Background: an optimization exercise with open tools, aiming at small area, a short achievable clock period and few clock cycles per item. Do not read the settings as production practice.
Function was checked by simulation only, so behaviour that the tests miss may differ from the original.

==> flow/design.v (excerpt) <==
module aes_core (
    input  wire         clk,
    input  wire         rst,         
    input  wire         in_valid,
    output wire         in_ready,
    input  wire         in_aes256,   
    input  wire [255:0] in_key,
    input  wire [127:0] in_block,
    output wire         out_valid,
    input  wire         out_ready,
    output wire [127:0] out_block
);
    reg          rdy;            
    reg          ov;             
    reg  [127:0] ob;
    reg  [127:0] X;              
    reg  [255:0] KX;             
    reg          xv;             
    reg          x256;
    reg  [3:0]   xr;             
    reg          xh;             
    reg          xw;             
    reg  [127:0] PU;             
    reg  [159:0] PM;             
    reg  [255:0] KP;
    reg  [39:0]  KPM;
    reg          pv;
    reg          p256;
    reg  [3:0]   pr;
    reg          ph;
    reg          pw;
    reg          pl;             
    reg          prot;           
    reg  [7:0]   prc;            
    assign in_ready  = rdy;
    assign out_valid = ov;
    assign out_block = ob;
    genvar i, c, k;
    wire [159:0] pm_d;
    generate
        for (i = 0; i < 16; i = i + 1) begin : g_s1
            aes_sbox_p1 u_sb1 (.a(X[127 - 8*i -: 8]), .m(pm_d[159 - 10*i -: 10]));
        end
    endgenerate
    wire [31:0] ksub_x = KX[31:0];
    wire [39:0] kpm_d;
    generate
        for (i = 0; i < 4; i = i + 1) begin : g_k1
            aes_sbox_p1 u_kb1 (.a(ksub_x[31 - 8*i -: 8]), .m(kpm_d[39 - 10*i -: 10]));
        end
    endgenerate
    wire [7:0] sb [0:15];
    wire [127:0] sr;             
    generate
        for (i = 0; i < 16; i = i + 1) begin : g_s2
            aes_sbox_p2 u_sb2 (.a(PU[127 - 8*i -: 8]), .m(PM[159 - 10*i -: 10]), .y(sb[i]));
        end
        for (c = 0; c < 4; c = c + 1) begin : g_sr
            assign sr[127 - 32*c      -: 8] = sb[((c + 0) % 4) * 4 + 0];
            assign sr[127 - 32*c -  8 -: 8] = sb[((c + 1) % 4) * 4 + 1];
            assign sr[127 - 32*c - 16 -: 8] = sb[((c + 2) % 4) * 4 + 2];
            assign sr[127 - 32*c - 24 -: 8] = sb[((c + 3) % 4) * 4 + 3];
        end
    endgenerate
    wire [31:0] sub_out;
    generate
        for (i = 0; i < 4; i = i + 1) begin : g_k2
  ...
export LEC_CHECK = 0
export CAP_MARGIN = 20
export CORE_MARGIN = 2
export CORE_UTILIZATION = 50
export PLACE_DENSITY = 0.6
export SETUP_SLACK_MARGIN = 5.0
export SLEW_MARGIN = 20
export SYNTH_HIERARCHICAL = 1
export SYNTH_MINIMUM_KEEP_SIZE = 0
export TNS_END_PERCENT = 5
create_clock -name core_clock -period 8.5 [get_ports {clk}]
standard.sh (not shown) runs the stock make flow with config.mk's settings and CLKGATE_MAP_FILE= SYNTH_SCRIPT=/design/flow/synth_recipe.tcl, a recipe that flattens the netlist after the stock synthesis.
==> flow/flow/run.sh <==
#!/bin/bash
set -euo pipefail
bash standard.sh "BUFFER_PORTS_ARGS=-buffer_cell sky130_fd_sc_hd__buf_2" "SETUP_SLACK_MARGIN=5.3" finish > flow_make.log 2>&1
Testbench counts at the start, summed over its fixed seeds: cycles 23,660, blocks 1,920.
Next try:
--- a/flow/design.v
+++ b/flow/design.v
@@ -181,14 +181,15 @@
     input  wire [255:0] in_key,
     input  wire [127:0] in_block,
     output wire         out_valid,
     input  wire         out_ready,
     output wire [127:0] out_block
 );
     reg          rdy;            
+    reg          rdy_o;          
     reg          ov;             
     reg  [127:0] ob;
     reg  [127:0] X;              
     reg  [255:0] KX;             
     reg          xv;             
     reg          x256;
     reg  [3:0]   xr;             
@@ -202,15 +203,15 @@
     reg          p256;
     reg  [3:0]   pr;
     reg          ph;
     reg          pw;
     reg          pl;             
     reg          prot;           
     reg  [7:0]   prc;            
-    assign in_ready  = rdy;
+    assign in_ready  = rdy_o;
     assign out_valid = ov;
     assign out_block = ob;
     genvar i, c, k;
     wire [159:0] pm_d;
     generate
         for (i = 0; i < 16; i = i + 1) begin : g_s1
             aes_sbox_p1 u_sb1 (.a(X[127 - 8*i -: 8]), .m(pm_d[159 - 10*i -: 10]));
@@ -347,14 +348,15 @@
     wire pv_n    = xv && !rst;
     wire pw_n    = xw && !go_out;
     wire ov_n    = !rst && (go_out || (ov && !out_ready));
     wire plast_n = xlast;
     wire rdy_n   = !pv_n || (plast_n && !ov_n && !pw_n);
     always @(posedge clk) begin
         rdy  <= rdy_n;
+        rdy_o <= rdy_n || rst;   
         ov   <= ov_n;
         xv   <= xv_n;
         x256 <= x256_n;
         xr   <= xr_n;
         xh   <= xh_n;
         xw   <= xw_n;
         pv   <= pv_n;
Outcome: Setup slack improves by 0.070 ns; synthesized area drops by 1.4%; core utilization went up by 0.48 points; maximum frequency grows by 2.1%; wire length is lower by 2.6%; critical path depth grows by 1; sequential share of layout area increases by 0.20 points; hold slack barely changes; global-route usage came out lower by 0.47 points; cell count barely changes; clock-buffer cell count falls by 5.
Testbench counts after the change, summed over its fixed seeds: cycles 23,660, blocks 1,920.

separate check: timing with driven ports:
How much do the figures lean on ideal ports? The routed layouts below were timed once more, with nothing changed but the port constraints.
Step 1 assumes that a clkbuf_16 drives the clock port and a buf_2 every other input.
Step 2 times the ports against the registers' clock, not the clock port: input delays grow and output delays shrink by t, the midpoint of the rising clock arrivals with the driver on.
a / b / c = no drivers / after step 1 / after step 2; a / b = the first two.
| run | t, ns | setup slack, ns | worst setup path after step 2 | pins driven straight from the clock port |
|---|---|---|---|---|
| the first run | 0.855 | 5.095 / 5.095 / 5.054 | input to register | 1 |
| the second run | 0.849 | 5.165 / 5.165 / 5.068 | input to register | 1 |
After both steps every run listed still meets setup and hold. For the second run, which loses most, drivers alone change the setup slack by 0.000 ns; drivers and shift together by -0.097 ns.
